Source: an optimization exercise on an open RTL-to-GDS flow (aim: small area and a short achievable clock period). Production flows keep margins and buffers that such runs may drop.
Only simulation tests tie the RTL to the original design; equivalence was not proved.

S:
Design crc_units, start of the top module:
module crc_units (
    input  wire        clk,
    input  wire        rst_n,
    input  wire        req_valid,
    input  wire        req_write,
    input  wire [15:0] req_addr,     
    input  wire [1:0]  req_size,     
    input  wire [31:0] req_wdata,
    output reg         rsp_valid,
    output reg         rsp_err,
    output wire [31:0] rsp_rdata
);
Size in the first run: about 4500 cells after synthesis, ~88 I/O pins, roughly 0.046 sq mm of cells after synthesis.
==> module crc_units, before the edit <==
module crc_units (
    input  wire        clk,
    input  wire        rst_n,
    input  wire        req_valid,
    input  wire        req_write,
    input  wire [15:0] req_addr,     
    input  wire [1:0]  req_size,     
    input  wire [31:0] req_wdata,
    output reg         rsp_valid,
    output reg         rsp_err,
    output wire [31:0] rsp_rdata
);
    reg        cfg_en    [0:3];
    reg        cfg_refin [0:3];
    reg        cfg_refout[0:3];
    reg [4:0]  cfg_wm1   [0:3];
    reg [31:0] poly      [0:3];
    reg [31:0] init      [0:3];
    reg [31:0] xorout    [0:3];
    reg [31:0] val       [0:3];
    reg        p_v;
    reg        p_dat;    
    reg [1:0]  p_u;
    reg [1:0]  p_n;      
    reg [31:0] p_val;    
    reg [31:0] p_poly;
    reg [4:0]  p_wm1;
    reg [31:0] p_x;      
    wire [31:0] e_res;
    crc_engine u_engine (
        .crc_in (p_val),
        .x      (p_x),
        .poly   (p_poly),
        .wm1    (p_wm1),
        .nbytes (p_n),
        .crc_out(e_res)
    );
    wire [31:0] p_new = p_dat ? e_res : p_x;
    wire [1:0] u       = req_addr[7:6];
    wire [3:0] idx     = req_addr[5:2];
    wire       ok      = (req_addr[15:8] == 8'd0) && (idx <= 4'd9) &&
                         (req_size == 2'd2) && (req_addr[1:0] == 2'b00);
    wire       is_data = (idx == 4'd7) || (idx == 4'd8) || (idx == 4'd9);
    wire        s_en     = cfg_en[u];
    wire        s_refin  = cfg_refin[u];
    wire        s_refout = cfg_refout[u];
    wire [4:0]  s_wm1    = cfg_wm1[u];
    wire [31:0] s_poly   = poly[u];
    wire [31:0] s_init   = init[u];
    wire [31:0] s_xorout = xorout[u];
    wire        hit      = p_v && (p_u == u);
    wire [31:0] s_val    = hit ? p_new : val[u];         
    wire [4:0]  s_sh   = ~s_wm1;
    wire [31:0] s_mask = 32'hFFFF_FFFF >> s_sh;
    wire err = !ok || (req_write && is_data && !s_en);
    wire wen = req_valid && req_write && !err;
    wire [31:0] c_top = s_val << s_sh;
    reg  [31:0] refl;
    integer k;
    always @* begin
        for (k = 0; k < 32; k = k + 1)
            refl[k] = c_top[31 - k];
    end
    wire [31:0] res = ((s_refout ? refl : s_val) ^ s_xorout) & s_mask;
    reg [31:0] m;
    integer i0, t;
    always @* begin
        for (i0 = 0; i0 < 4; i0 = i0 + 1)
            for (t = 0; t < 8; t = t + 1)
                m[8*i0 + t] = s_refin ? req_wdata[8*i0 + t] : req_wdata[8*i0 + 7 - t];
    end
    reg [31:0] rd;
    always @* begin
        case (idx)
            4'd0:    rd = {s_en, s_refin, s_refout, 24'd0, s_wm1};
            4'd1:    rd = s_poly & s_mask;
            4'd2:    rd = s_init & s_mask;
            4'd3:    rd = s_xorout & s_mask;
            4'd4:    rd = s_val & s_mask;
            4'd5:    rd = res;
            default: rd = 32'd0;    
        endcase
    end
    reg        rsp_zero;
    reg [31:0] rsp_rd;
    always @(posedge clk) begin
        rsp_valid <= rst_n && req_valid;
        rsp_err   <= err;
        rsp_zero  <= req_write || !ok;
        rsp_rd    <= rd;
    end
    assign rsp_rdata = rsp_zero ? 32'd0 : rsp_rd;
    wire val_wr = (idx == 4'd4) || (idx == 4'd6 && req_wdata[0]);
    always @(posedge clk) begin
        p_v     <= rst_n && wen && (is_data || val_wr);
        p_dat   <= is_data;
        p_u     <= u;
        p_n     <= idx[1:0] + 2'd1;     
        p_val   <= s_val;
        p_poly  <= s_poly;
        p_wm1   <= s_wm1;
        p_x     <= is_data ? refl ^ m : ((idx == 4'd6) ? s_init : req_wdata) & s_mask;
    end
    wire        rst    = !rst_n;
    wire [31:0] mw     = req_wdata & s_mask;
    wire [31:0] d_poly = rst ? 32'h04C1_1DB7 : mw;
    wire [31:0] d_ones = rst ? 32'hFFFF_FFFF : mw;
    wire [31:0] d_val  = rst ? 32'hFFFF_FFFF : p_new;
    wire [7:0]  d_cfg  = rst ? 8'b0111_1111 :    
                         {req_wdata[31:29], req_wdata[4:0]};
    genvar g;
    generate
        for (g = 0; g < 4; g = g + 1) begin : g_unit
            wire sel = wen && (u == g);
            always @(posedge clk) begin
                if (rst || (sel && idx == 4'd0))
                    {cfg_en[g], cfg_refin[g], cfg_refout[g], cfg_wm1[g]} <= d_cfg;
                if (rst || (sel && idx == 4'd1)) poly[g]   <= d_poly;
                if (rst || (sel && idx == 4'd2)) init[g]   <= d_ones;
                if (rst || (sel && idx == 4'd3)) xorout[g] <= d_ones;
                if (rst || (p_v && p_u == g))    val[g]    <= d_val;
            end
        end
    endgenerate
endmodule
==> flow/config.mk <==
export PLATFORM = sky130hd
export DESIGN_NAME = crc_units
export DESIGN_NICKNAME = crc_units
export VERILOG_FILES = /design/flow/design.v
export SDC_FILE = /design/flow/constraint.sdc
export NUM_CORES = 4
export LEC_CHECK = 0
export CAP_MARGIN = 20
export CORE_MARGIN = 2
export CORE_UTILIZATION = 40
export PLACE_DENSITY = 0.6
export SLEW_MARGIN = 20
export SYNTH_HIERARCHICAL = 1
==> flow/constraint.sdc <==
create_clock -name core_clock -period 70.0 [get_ports {clk}]
set_input_delay 14.0000 -clock core_clock [delete_from_list [all_inputs] [get_ports {clk}]]
set_output_delay 14.0000 -clock core_clock [all_outputs]
set_load 0.01 [all_outputs]
standard.sh (not shown) runs the stock make flow with config.mk's settings and CLKGATE_MAP_FILE= SYNTH_SCRIPT=/design/flow/synth_recipe.tcl, a recipe that flattens the netlist after the stock synthesis.
==> flow/flow/run.sh <==
#!/bin/bash
# Standard ORFS layout (the standard.sh, standard synthesis), with
# timing repair aimed at a setup slack margin so that the resizer works on
# the achieved period (the SDC is unchanged), and ports buffered with
# buf_2 instead of the default buffer cell.
set -euo pipefail
MARGIN=$(cat flow/margin.txt)
bash standard.sh SETUP_SLACK_MARGIN=$MARGIN \
    "BUFFER_PORTS_ARGS=-buffer_cell sky130_fd_sc_hd__buf_2" finish > flow_make.log 2>&1
==> flow/flow/margin.txt <==
53.5
What T does differently from S at the input level:
diff --git a/flow/design.v b/flow/design.v
--- a/flow/design.v
+++ b/flow/design.v
@@ -2274,13 +2274,13 @@
     input  wire        req_write,
     input  wire [15:0] req_addr,     
     input  wire [1:0]  req_size,     
     input  wire [31:0] req_wdata,
     output reg         rsp_valid,
     output reg         rsp_err,
-    output wire [31:0] rsp_rdata
+    output reg  [31:0] rsp_rdata
 );
     reg        cfg_en    [0:3];
     reg        cfg_refin [0:3];
     reg        cfg_refout[0:3];
     reg [4:0]  cfg_wm1   [0:3];
     reg [31:0] poly      [0:3];
@@ -2347,21 +2347,17 @@
             4'd3:    rd = s_xorout & s_mask;
             4'd4:    rd = s_val & s_mask;
             4'd5:    rd = res;
             default: rd = 32'd0;    
         endcase
     end
-    reg        rsp_zero;
-    reg [31:0] rsp_rd;
     always @(posedge clk) begin
         rsp_valid <= rst_n && req_valid;
         rsp_err   <= err;
-        rsp_zero  <= req_write || !ok;
-        rsp_rd    <= rd;
+        rsp_rdata <= (req_write || !ok) ? 32'd0 : rd;
     end
-    assign rsp_rdata = rsp_zero ? 32'd0 : rsp_rd;
     wire val_wr = (idx == 4'd4) || (idx == 4'd6 && req_wdata[0]);
     always @(posedge clk) begin
         p_v     <= rst_n && wen && (is_data || val_wr);
         p_dat   <= is_data;
         p_u     <= u;
         p_n     <= idx[1:0] + 2'd1;     
==> comparison <==
- No run among S and T stopped early or left any final violation; all are clean.
- Looking at worst setup slack, T sits 0.068 ns below S.
- T vs. S: routed wire length higher; number of gates resized after cts went down 4; number of global-route vias before repair has increased; total area of sequential cells held steady.

========
run a:
crc_units, a different RTL version from the one above (not shown whole).
Size in the first run: roughly 4700 cells after synthesis, about 690 flip-flops, roughly 88 I/O pins.
export LEC_CHECK = 0
export CAP_MARGIN = 20
export CORE_MARGIN = 2
export CORE_UTILIZATION = 25
export PLACE_DENSITY = 0.4
export SLEW_MARGIN = 20
export SYNTH_HIERARCHICAL = 1
create_clock -name core_clock -period 70.0 [get_ports {clk}]
run.sh (not shown) runs the stock make flow with config.mk's settings and CLKGATE_MAP_FILE= SYNTH_SCRIPT=/design/flow/synth_recipe.tcl, a recipe that flattens the netlist after the stock synthesis.
Stock flow here: none of the scripts above is used.
[inputs] run b vs run a
--- a/flow/design.v
+++ b/flow/design.v
@@ -6,39 +6,27 @@
 endmodule
 module crc_x2 (input wire a, input wire b, output wire y);
     assign y = a ^ b;
 endmodule
 module crc_engine (
     input  wire [31:0] crc_in,    
+    input  wire [31:0] x,         
     input  wire [31:0] poly,      
     input  wire [4:0]  wm1,       
-    input  wire [31:0] data,
     input  wire [1:0]  nbytes,    
-    input  wire        refin,
     output wire [31:0] crc_out
 );
     wire [4:0]  sh    = ~wm1;                  
     wire [31:0] mask  = 32'hFFFF_FFFF >> sh;
-    wire [31:0] c_top = crc_in << sh;
     wire [31:0] p_top = poly << sh;
-    reg [31:0] m;
-    integer i0, t;
-    always @* begin
-        for (i0 = 0; i0 < 4; i0 = i0 + 1)
-            for (t = 0; t < 8; t = t + 1)
-                m[8*i0 + t] = refin ? data[8*i0 + t] : data[8*i0 + 7 - t];
-    end
-    wire [31:0] a, x;
+    wire [31:0] a;
     assign a[0] = 1'b1;
     genvar gi;
     generate
-        for (gi = 0; gi < 32; gi = gi + 1) begin : g_ax
-            if (gi > 0) begin : g_an
-                assign a[gi] = p_top[32 - gi];
-            end
-            assign x[gi] = c_top[31 - gi] ^ m[gi];
+        for (gi = 1; gi < 32; gi = gi + 1) begin : g_a
+            assign a[gi] = p_top[32 - gi];
         end
     endgenerate
     wire [15:0] b, f0, y1, f1;
     wire [31:0] pr;
     assign b[0] = 1'b1;
     wire [31:0] fb = {f1, f0};
@@ -2360,21 +2348,20 @@
     reg [1:0]  p_u;
     reg [1:0]  p_n;      
     reg [31:0] p_d;      
     reg [31:0] p_val;    
     reg [31:0] p_poly;
     reg [4:0]  p_wm1;
-    reg        p_refin;
+    reg [31:0] p_x;      
     wire [31:0] e_res;
     crc_engine u_engine (
         .crc_in (p_val),
+        .x      (p_x),
         .poly   (p_poly),
         .wm1    (p_wm1),
-        .data   (p_d),
         .nbytes (p_n),
-        .refin  (p_refin),
         .crc_out(e_res)
     );
     wire [31:0] p_new = p_dat ? e_res : p_d;
     wire [1:0] u       = req_addr[7:6];
     wire [3:0] idx     = req_addr[5:2];
     wire       ok      = (req_addr[15:8] == 8'd0) && (idx <= 4'd9) &&
@@ -2398,12 +2385,19 @@
     integer k;
     always @* begin
         for (k = 0; k < 32; k = k + 1)
             refl[k] = c_top[31 - k];
     end
     wire [31:0] res = ((s_refout ? refl : s_val) ^ s_xorout) & s_mask;
+    reg [31:0] m;
+    integer i0, t;
+    always @* begin
+        for (i0 = 0; i0 < 4; i0 = i0 + 1)
+            for (t = 0; t < 8; t = t + 1)
+                m[8*i0 + t] = s_refin ? req_wdata[8*i0 + t] : req_wdata[8*i0 + 7 - t];
+    end
     reg [31:0] rd;
     always @* begin
         case (idx)
             4'd0:    rd = {s_en, s_refin, s_refout, 24'd0, s_wm1};
             4'd1:    rd = s_poly & s_mask;
             4'd2:    rd = s_init & s_mask;
@@ -2425,13 +2419,13 @@
         p_u     <= u;
         p_n     <= idx[1:0] + 2'd1;     
         p_d     <= is_data ? req_wdata : ((idx == 4'd6) ? s_init : req_wdata) & s_mask;
         p_val   <= s_val;
         p_poly  <= s_poly;
         p_wm1   <= s_wm1;
-        p_refin <= s_refin;
+        p_x     <= refl ^ m;
     end
     wire        rst    = !rst_n;
     wire [31:0] mw     = req_wdata & s_mask;
     wire [31:0] d_poly = rst ? 32'h04C1_1DB7 : mw;
     wire [31:0] d_ones = rst ? 32'hFFFF_FFFF : mw;
     wire [31:0] d_val  = rst ? 32'hFFFF_FFFF : p_new;
Findings:
- Run a has lower worst max-slew margin expressed relative to the limit than run b.
- Looking at run a and run b, the utilization after layout is a wash.
- Run b vs. run a: total length of routed wires shows a reduction of 1700 um, maximum buffer depth of the clock tree has remained practically unchanged, number of buffers added by the clock tree synthesis step went up 2.
- Delta (run b minus run a): non-clock buffer count moved down, via count of the first global-routing pass moved down.
- Re number of rows created at floorplan: run a was higher than run b.
- Per the comparison of run b with run a, final area lost 1.6%; flip-flop and latch count picked up an extra 23; pin count of the biggest net entering global routing lost 35.

afterwards: timing with drivers on the ports:
The flow's constraints put no driver on any port. The routed layouts listed below were extracted and timed again, unchanged, in two steps.
Step 1: set_driving_cell puts a clkbuf_16 on clk and a buf_2 on each other input, an assumption about the parent block.
Step 2, shift: input delay + t, output delay - t, t = (earliest + latest rising clock arrival at the registers) / 2. This alone moves slack from input paths to output paths.
a / b / c = ideal ports / drivers / drivers and shift; a / b = the first two.
run | t (ns) | setup WS [ns] | hold WS [ns] | worst setup path after step 2 | worst data-port slew with drivers (ns)
S | 0.702 | 53.498 / 53.362 / 52.660 | 0.594 / 0.594 / 0.594 | input to register | 0.31
T | 0.694 | 53.430 / 53.241 / 52.547 | 0.591 / 0.591 / 0.591 | input to register | 0.24
run a | 0.723 | 51.680 / 51.660 / 50.937 | 0.619 / 0.619 / 0.619 | input to register | 0.09
run b | 0.743 | 51.848 / 51.839 / 51.096 | 0.672 / 0.672 / 0.672 | input to register | 0.11
After both steps setup and hold are still met in every run listed. The setup slack of T, which loses most, moves by -0.189 ns with the drivers and by -0.883 ns with both steps.
